This design comes from an exercise in tuning for small area, a short achievable clock period and few clock cycles on the open sky130 flow, not from production work. Only simulation tests tie the RTL to the original design; equivalence was not proved. Power and IR drop assume default switching activity.

==> flow/config.mk <==
export PLATFORM = sky130hd
export DESIGN_NAME = pvc_encoder
export DESIGN_NICKNAME = pvc_encoder
export VERILOG_FILES = /design/flow/design.v
export SDC_FILE = /design/flow/constraint.sdc
export NUM_CORES = 4
export LEC_CHECK = 0
export CAP_MARGIN = 20
export CORE_MARGIN = 2
export CORE_UTILIZATION = 40
export SLEW_MARGIN = 20
==> flow/constraint.sdc <==
create_clock -name core_clock -period 18.0 [get_ports {clk}]
set_input_delay 3.6000 -clock core_clock [delete_from_list [all_inputs] [get_ports {clk}]]
set_output_delay 3.6000 -clock core_clock [all_outputs]
set_load 0.01 [all_outputs]
==> flow/run.sh <==
#!/bin/bash
# synth_recipe.tcl (not shown) runs the flow's synth.tcl, then flattens the netlist and writes it again
# the make line also repeats each setting of config.mk as NAME=value (left out here)
make -C /OpenROAD-flow-scripts/flow DESIGN_CONFIG=/design/flow/config.mk WORK_HOME=/design/flow/orfs CLKGATE_MAP_FILE= SYNTH_SCRIPT=/design/flow/synth_recipe.tcl finish
==> flow/design.v <==
module pvc_field (
    input  wire [19:0] x,
    input  wire [19:0] last,
    input  wire [19:0] desc,
    input  wire        force_,
    output reg  [23:0] field,
    output reg  [4:0]  width,
    output reg  [19:0] r
);
    wire [2:0]  mode = desc[19:17];
    wire        sg   = desc[16];
    wire [3:0]  q    = desc[15:12];
    wire [11:0] dband = desc[11:0];
    wire signed [20:0] xv    = sg ? {x[19], x}       : {1'b0, x};
    wire signed [20:0] lastv = sg ? {last[19], last} : {1'b0, last};
    wire [19:0] dlt  = x - last;
    wire [19:0] dmag = dlt[19] ? ~dlt : dlt;
    reg  [4:0]  n;
    integer i;
    always @* begin
        n = 5'd1;
        for (i = 0; i < 19; i = i + 1)
            if (dmag[i]) n = i[4:0] + 5'd2;
    end
    wire signed [21:0] dd     = xv - lastv;
    wire        [21:0] dd_abs = dd[21] ? -dd : dd;
    wire               db_out = force_ || (dd_abs > {10'd0, dband});
    wire signed [20:0] fl    = xv >>> q;
    wire        [20:0] qmask = (21'd1 << q) - 21'd1;
    wire        [20:0] rem   = xv & qmask;
    wire        [20:0] half  = 21'd1 << (q - 4'd1);
    wire               up    = (rem > half) || ((rem == half) && fl[0]);
    wire signed [21:0] craw  = fl + $signed({1'b0, up});
    wire signed [21:0] chi   = sg ? ((22'sd1 <<< (5'd19 - q)) - 22'sd1)
                                  : ((22'sd1 <<< (5'd20 - q)) - 22'sd1);
    wire signed [21:0] c     = (craw > chi) ? chi : craw;
    wire        [19:0] cmask = (20'd1 << (5'd20 - q)) - 20'd1;
    wire        [19:0] code  = c[19:0] & cmask;
    wire signed [21:0] vp    = c <<< q;             
    wire signed [22:0] bd    = vp - lastv;
    wire        [22:0] bd_abs = bd[22] ? -bd : bd;
    wire               bdb_out = force_ || (bd_abs > {11'd0, dband});
    always @* begin
        field = 24'd0;
        width = 5'd0;
        r     = x;
        case (mode)
            3'd0: begin                                
                field = {4'd0, x};
                width = 5'd20;
                r     = x;
            end
            3'd1: begin                                
                r = x;
                if (n <= 5'd15) begin
                    field = {(dlt & ((20'd1 << n) - 20'd1)), n[3:0]};
                    width = n + 5'd4;
                end else begin
                    field = {x, 4'd0};
                    width = 5'd24;
                end
            end
            3'd2: begin                                
                field = {4'd0, code};
                width = 5'd20 - {1'b0, q};
                r     = vp[19:0];
            end
            3'd3: begin                                
                if (db_out) begin
                    field = {3'd0, x, 1'b1};
                    width = 5'd21;
                    r     = x;
                end else begin
                    field = 24'd0;
                    width = 5'd1;
                    r     = last;
                end
            end
            default: begin                             
                if (bdb_out) begin
                    field = {3'd0, code, 1'b1};
                    width = 5'd21 - {1'b0, q};
                    r     = vp[19:0];
                end else begin
                    field = 24'd0;
                    width = 5'd1;
                    r     = last;
                end
            end
        endcase
    end
endmodule
module pvc_encoder (
    input  wire        clk,
    input  wire        rst,
    input  wire        in_valid,
    output wire        in_ready,
    input  wire [19:0] in_x,
    input  wire [19:0] in_last,
    input  wire [19:0] in_desc,
    input  wire        in_force,
    input  wire        in_eob,
    output reg         r_valid,
    output reg  [19:0] r_value,
    output wire        w_valid,
    input  wire        w_ready,
    output wire [19:0] w_data,
    output wire        w_last,
    output wire [13:0] w_bits
);
    wire [23:0] field;
    wire [4:0]  width;
    wire [19:0] r;
    pvc_field u_field (
        .x(in_x), .last(in_last), .desc(in_desc), .force_(in_force),
        .field(field), .width(width), .r(r)
    );
    reg [63:0] buffer;
    reg [6:0]  cnt;
    reg        flush;           
    reg [13:0] bits_acc;        
    wire accept = in_valid && in_ready;
    wire emit   = w_valid && w_ready;
    assign in_ready = !flush && (cnt <= 7'd40);
    assign w_valid  = (cnt >= 7'd20) || (flush && (cnt != 7'd0));
    assign w_data   = buffer[19:0];
    assign w_last   = flush && (cnt <= 7'd20);
    assign w_bits   = bits_acc;
    wire [63:0] buf_shift = emit ? (buffer >> 20) : buffer;
    wire [6:0]  cnt_shift = emit ? ((cnt > 7'd20) ? cnt - 7'd20 : 7'd0) : cnt;
    always @(posedge clk) begin
        if (rst) begin
            buffer   <= 64'd0;
            cnt      <= 7'd0;
            flush    <= 1'b0;
            bits_acc <= 14'd0;
            r_valid  <= 1'b0;
            r_value  <= 20'd0;
        end else begin
            r_valid <= accept;
            if (accept)
                r_value <= r;
            if (accept) begin
                buffer <= buf_shift | ({40'd0, field} << cnt_shift);
                cnt    <= cnt_shift + {2'd0, width};
            end else begin
                buffer <= buf_shift;
                cnt    <= cnt_shift;
            end
            if (emit && w_last) begin
                flush    <= 1'b0;
                bits_acc <= 14'd0;
            end else begin
                if (accept) begin
                    bits_acc <= bits_acc + {9'd0, width};
                    if (in_eob)
                        flush <= 1'b1;
                end
            end
        end
    end
endmodule
==> notes.md <==
## flip-flops by register name (all words and copies together), names as in the netlist
signal	cells
r_valid	1
flush	1
cnt	7
r_value	20
bits_acc	14
buffer	64
## stage by stage
stage	std cells	setup WS, ns
floorplan	2923	0.004603
global placement	3622	0.04238
detailed placement	3622	-0.07390
CTS	3637	0.2770
global route	3643	-0.1355
finish	3644	0.7555
## cell usage in the layout (no fill, tap or decap), types with 18 or more instances in the layout
cell | Yosys | final
a211o_1 | 24 | 24
a211oi_1 | 55 | 55
a21o_1 | 35 | 35
a21oi_1 | 233 | 224
a221oi_1 | 39 | 39
a22oi_1 | 19 | 19
a31oi_1 | 48 | 48
and2_1 | 36 | 37
and3_1 | 29 | 29
buf_4 | 23 | 126
clkdlybuf4s50_1 | 0 | 116
dfxtp_1 | 107 | 107
ha_1 | 143 | 142
inv_1 | 87 | 85
mux2_2 | 36 | 36
mux2i_1 | 84 | 82
nand2_1 | 326 | 325
nand2b_1 | 30 | 30
nand3_1 | 80 | 80
nand4_1 | 31 | 31
nor2_1 | 306 | 304
nor2b_1 | 30 | 30
nor3_1 | 69 | 66
o211ai_1 | 55 | 55
o21a_1 | 36 | 36
o21ai_0 | 194 | 185
o21ai_1 | 19 | 25
o22ai_1 | 29 | 29
o31ai_1 | 26 | 26
or2_2 | 18 | 18
or3_1 | 30 | 30
xnor2_1 | 60 | 59
xor2_1 | 32 | 32
## worst max-delay path: cells and delay by family
family          cells  cell delay, ns
fa+ha+maj           9            2.44
compound gates     33            6.95
buf+inv             6            1.06
simple gates       16            2.23
xor+xnor            1            0.15
mux                 4            0.99
## worst max path at each step
stage	startpoint	end	cells after the start
final	in_desc[12]	buffer[29]$_SDFF_PP0_	69
after global routing	in_desc[12]	bits_acc[13]$_SDFFE_PP0P_	75
after CTS	in_desc[13]	bits_acc[11]$_SDFFE_PP0P_	70
after detailed placement	in_desc[13]	bits_acc[13]$_SDFFE_PP0P_	70
after global placement	in_desc[13]	bits_acc[11]$_SDFFE_PP0P_	70
after floorplan	in_desc[12]	bits_acc[13]$_SDFFE_PP0P_	82
## routing by layer
metal	wire, um	global-route usage, %	vias up
met2	40920	54.02	1328
met5	15	0	-
li1	-	-	11100
met3	7796	4.628	246
met4	4698	15.09	2
met1	40610	46.68	11730
## kinds of logic (layout without fill, tap and decap cells)
kind of cell / after synthesis / count (layout) / share of synthesized area, %
xor gates and xnor gates: 93 / 93 / 4.111
adders and majority gates: 147 / 147 / 9.277
other: 1 / 3 / 0.01861
and+or+nand+nor: 1055 / 1055 / 24.51
DFF: 107 / 107 / 10.63
AOI/OAI and AO/OA: 1066 / 1066 / 36.75
muxes: 139 / 139 / 8.209
buffers and inverters: 315 / 362 / 6.501
## timing repair
item,CTS,global route
gates resized for setup,0,35
setup buffers,0,4
setup endpoints to repair,0,81
## where the power goes
group | switching, mW | internal [mW] | total [mW]
sequential | 0.0507 | 0.306 | 0.356
clock | 0.109 | 0.0966 | 0.205
combinational | 1.27 | 0.702 | 1.97
## area by class of cell
| cell class | count | area [um^2] |
|---|---|---|
| clock inverters | 6 | 58.81 |
| well taps | 672 | 840.8 |
| multi-input cells | 2501 | 16870 |
| flip-flops and latches | 107 | 2142 |
| repair buffers | 251 | 2187 |
| clock buffers | 9 | 225.2 |
| diodes | 2 | 5.005 |
| inverters | 96 | 360.3 |
| fillers | 5184 | 27280 |
==> flow_summary.toml <==
[routing]
firstDrtPassIters = 6
vias = 24410
post_drt_wl_per_cell_um = 25.80
drt-total-wl_um = 94030
drtAntennaViolNets = 0
vias_per_cell = 6.698
dr.first_iter.drc_count = 3436
drcViolationCount = 0

[timing]
maxSlewViolCount = 0
fmax_mhz = 57.99
worstMarginPinSlew_ns = 1.139
setup_tns_ns = 0
finClkSkew_ns = 0.01931
slew_headroom_pct = 23.77
finalSetupViolations = 0
fin_crit_sh_pct = 95.80
period_needed_ns = 17.24
whs_ns = 0.4532
hold_viol_final = 0

[job]
max_cap_violations = 0

[logic_synthesis]
async_flop_share_pct = 0
post-synth-top-area-fraction_pct = 10.63
synth_common_cells = "nand2_1 (326), nor2_1 (306), a21oi_1 (233)"
netlist_instances = 2923
syn-cell-area_mm2 = 0.02015
syn_nets = 3136
syn_avg_cell_area_um2 = 6.894
yosysMostFrequentCell = "nand2_1"
synth_edf_count = 0
yosysSeqAreaShare_pct = 10.63
synth.largest_area_cell = "dfxtp_1"
synth.top_cells.by_area = "dfxtp_1 (11%), ha_1 (8.9%), nand2_1 (6.1%)"
yosys_warnings = 2
ys_ff_latch = 107
synth_ff_type = "dfxtp_1"
synth.distinct_cells = 112

[setup_path]
cp.required_ns = 18.27
crit_slowest_cell = "a21oi_1"
crit_fanout = 16
arrival_ns = 17.52
worstSetupPathType = "input port to flop"
r2r_cells = 16
r2r_end = "buffer[29]$_SDFF_PP0_"
r2r_start = "cnt[1]$_SDFF_PP0_"
worstSetupEndpointType = "flop"
critPathLaunchType = "input port"
critical_path.max_stage_delay_ns = 0.50
reg2reg_slack_ns = 12.08
cp_common_cell = "ha_1"

[global_route]
grt_pass1_wl_um = 140300
grt_max_degree = 75
grtUsageTotal_pct = 34.31
grt.overflow.total = 0
grt_pass1_vias = 22480
antenna_found_initial = 4

[cells_and_area]
final_nets = 3179
post-route-util_pct = 45.40
syn_to_final_growth_pct = 12.58
stdcell_area_mm2 = 0.02269
drive_gt1_share_pct = 10.34

[pwr]
p_leak_nw = 8.837
total_power_mw = 2.529
power_density_mw_per_mm2 = 111.5
ir_drop_mv = 0.06410

[hold_path]
hp-start = "buffer[58]$_SDFF_PP0_"
min_to = "buffer[58]$_SDFF_PP0_"
min_path_cells = 2
holdCritPathClass = "flop to flop"

[clock_network]
cts_buffers = 9
cts_tree = "built"
clk_pin_slew_ns = 0.08
cts_max_path_buffers = 2
clock-sinks = 107
hold_buffers = 0
htree_levels = 3
clk_latency_ns = 0.39
cts_root_buf = "clkbuf_16"

[placed_design]
portBuffers = 123
hpwlAfterDp_um = 73430
place_area_mm2 = 0.02222
gp_congestion = 0.9964

[floorplan]
num_rows = 82
core_area_mm2 = 0.04997
num_io_pins = 124
die_h_um = 228.4
initial_core_util_pct = 40.33
dieArea_mm2 = 0.05219
die_w_um = 228.4

[outcome]
status = "complete, no violations"
Testbench counts, summed over its fixed seeds: cycles 35,519.

## re-timing with driven ports
The flow's constraints put no driver on any port. The routed layout listed below was extracted and timed again, unchanged, in two steps. Step 1 sets driving cells, clkbuf_16 on the clock port and buf_2 on the other inputs (assumed; they add their load-dependent delay and slew). Step 2 adds t to the input delays and takes it off the output delays; t is the mean of the earliest and latest rising clock arrival at the registers after step 1. Input paths then give back, and output paths get back, about the clock's delay inside the block. Slacks: ideal ports / drivers / drivers and shift; pairs: ideal ports / drivers.
t (ns): 0.431
setup WS [ns]: 0.756 / 0.734 / 0.303
worst setup path at the end: input to register
clock arrival spread, ns: 0.019 / 0.020
slew at the worst register clock pin (ns): 0.09 / 0.09
After both steps setup and hold are still met in this run. The setup slack of this run moves by -0.022 ns with the drivers and by -0.453 ns with both steps.
